Background: an optimization exercise with open tools, aiming at small area, a short achievable clock period and few clock cycles per item. Do not read the settings as production practice.
In this exercise RTL edits were held to simulation tests only and were not proved equivalent to the original.
Power and IR drop assume default switching activity.

==> run M: inputs <==
// ce_mac
module ce_mac (
    input  wire        clk,
    input  wire        rst,         
    input  wire        in_valid,
    output wire        in_ready,
    input  wire [1:0]  in_op,
    input  wire [31:0] in_mant,     
    input  wire [5:0]  in_shift,    
    input  wire [31:0] in_x,        
    input  wire [4:0]  in_osh,      
    output reg         out_valid,
    output reg  [31:0] out_y,
    output reg         out_sat
);
==> flow/config.mk <==
export PLATFORM = sky130hd
export DESIGN_NAME = ce_mac
export DESIGN_NICKNAME = ce_mac
export VERILOG_FILES = /design/flow/design.v
export SDC_FILE = /design/flow/constraint.sdc
export NUM_CORES = 4
export LEC_CHECK = 0
export ABC_AREA = 1
export CAP_MARGIN = 20
export CORE_MARGIN = 2
export CORE_UTILIZATION = 50
export CTS_CLUSTER_DIAMETER = 120
export CTS_CLUSTER_SIZE = 22
export SLEW_MARGIN = 20
export SYNTH_HIERARCHICAL = 1
==> flow/constraint.sdc <==
create_clock -name core_clock -period 25.0 [get_ports {clk}]
set_input_delay 5.0000 -clock core_clock [delete_from_list [all_inputs] [get_ports {clk}]]
set_output_delay 5.0000 -clock core_clock [all_outputs]
set_load 0.01 [all_outputs]
standard.sh (not shown) runs the stock make flow with config.mk's settings and CLKGATE_MAP_FILE= SYNTH_SCRIPT=/design/flow/synth_recipe.tcl, a recipe that flattens the netlist after the stock synthesis.
==> flow/flow/run.sh <==
#!/bin/bash
set -euo pipefail
MARGIN=$(cat flow/margin.txt)
bash standard.sh synth > log_synth.txt 2>&1
bash standard.sh SETUP_SLACK_MARGIN=$MARGIN MATCH_CELL_FOOTPRINT=0 \
  "BUFFER_PORTS_ARGS=-buffer_cell sky130_fd_sc_hd__buf_4" finish > log_layout.txt 2>&1
==> flow/flow/margin.txt <==
19.2
==> inputs of run K, as changes to run M <==
CAP_MARGIN = 0   (was 20)
CORE_UTILIZATION = 65   (was 50)
SLEW_MARGIN = 0   (was 20)
==> comparison table <==
metric                                                                   run M        run K
Result of the run                             no timing/DRC/antenna violations  no timing/DRC/antenna violations
Met3 capacity usage during global routing                                6.24%        14.5%
Static power due to leakage                                            22.0 nW      21.9 nW
Number of antenna violations at the first check in global routing            1            6
IR drop worst, VDD                                                 0.0000660 V  0.0000698 V
Overall via count from detail_route                                      41100        42800
Combined area of the multi-input logic cells                       33500 sq um  33500 sq um
Slowest cell delay on critical path                                     370 ps       330 ps
Met2 usage                                                               55.7%        68.3%
CTS resizes                                                                 79           71
Post-detailed-routing wire length                                    161000 um    161000 um
Post-route standard cell area excluding fillers                    48300 sq um  47800 sq um
Highest metal used                                                        met4         met5
Met1 Track Usage GR                                                      42.7%        52.5%
Share of cell area taken by multi-input logic gates                      69.4%        70.1%
Testbench counts of run M, summed over its fixed seeds: cycles 24,081, items 24,049.
Testbench counts of run K, summed over its fixed seeds: cycles 24,081, items 24,049.

========
==> inputs of wip/quartz <==
ce_mac again, from the RTL that the note above started with.
==> flow/config.mk <==
export PLATFORM = sky130hd
export DESIGN_NAME = ce_mac
export DESIGN_NICKNAME = ce_mac
export VERILOG_FILES = /design/flow/design.v
export SDC_FILE = /design/flow/constraint.sdc
export NUM_CORES = 4
export LEC_CHECK = 0
export ABC_AREA = 1
export CAP_MARGIN = 0
export CORE_MARGIN = 2
export CORE_UTILIZATION = 70
export CTS_CLUSTER_DIAMETER = 120
export CTS_CLUSTER_SIZE = 22
export SLEW_MARGIN = 0
export SYNTH_HIERARCHICAL = 1
==> flow/constraint.sdc <==
create_clock -name core_clock -period 25.0 [get_ports {clk}]
set_input_delay 5.0000 -clock core_clock [delete_from_list [all_inputs] [get_ports {clk}]]
set_output_delay 5.0000 -clock core_clock [all_outputs]
set_load 0.01 [all_outputs]
==> flow/flow/margin.txt <==
19.0
Scripts as last shown in full above: flow/flow/run.sh
==> wip/sierra: changes against wip/quartz <==
==> flow/flow/margin.txt (replaced) <==
19.2
- CAP_MARGIN: 0 -> 20
- CORE_UTILIZATION: 70 -> 65
- CTS_CLUSTER_DIAMETER: 120 -> default
- CTS_CLUSTER_SIZE: 22 -> default
- SLEW_MARGIN: 0 -> 20
==> flow_summary.json <==
{
  "status": "no timing/DRC/antenna violations",
  "num_vias": 43000,
  "met1_usage": 0.526,
  "wire_per_inst_um": 24.8,
  "worstReg2RegStart": "mv0",
  "signal_buffer_area_fraction": 0.0401,
  "multi_input_logic_portion_of_the_cell_area": 0.688,
  "num_tap_cells": 940,
  "wirelength_um": 162000
}
# the run above: wip/sierra

==> flow_summary.json <==
{
  "status": "no timing/DRC/antenna violations",
  "multi_input_logic_portion_of_the_cell_area": 0.703,
  "final_antenna_net_count": 0,
  "wire_per_inst_um": 24.7,
  "num_vias": 43200,
  "worstReg2RegStart": "kill2",
  "signal_buffer_area_fraction": 0.0403,
  "critical_path_cell_sequence": "buf_6",
  "num_tap_cells": 855
}
# the run above: wip/quartz

Testbench counts of wip/quartz, summed over its fixed seeds: cycles 24,081, items 24,049.
Testbench counts of wip/sierra, summed over its fixed seeds: cycles 24,081, items 24,049.

separate check: timing with driven ports:
Ports are ideal in the flow. The routed layouts listed here were re-timed in OpenROAD.
Step 1 (the two cells are an assumption about what drives the block):
set clk [get_ports {clk}]
set_driving_cell -lib_cell sky130_fd_sc_hd__clkbuf_16 $clk
set_driving_cell -lib_cell sky130_fd_sc_hd__buf_2 [delete_from_list [all_inputs] $clk]
Step 2 times the ports against the registers' clock, not the clock port: input delays grow and output delays shrink by t, the midpoint of the rising clock arrivals with the driver on.
Slacks: ideal ports / drivers / drivers and shift; pairs: ideal ports / drivers.
run	t (ns)	setup slack, ns	worst setup path after step 2	clock arrival spread, ns	worst register clock-pin slew, ns
run M	0.722	18.868 / 18.796 / 19.362	input to register	0.031 / 0.031	0.10 / 0.10
run K	0.673	18.952 / 18.885 / 19.312	input to register	0.030 / 0.031	0.09 / 0.09
wip/quartz	0.661	18.932 / 18.867 / 19.192	register to register	0.025 / 0.024	0.10 / 0.10
wip/sierra	0.703	18.926 / 18.853 / 19.331	input to register	0.022 / 0.022	0.07 / 0.07
After both steps every run listed still meets setup and hold.
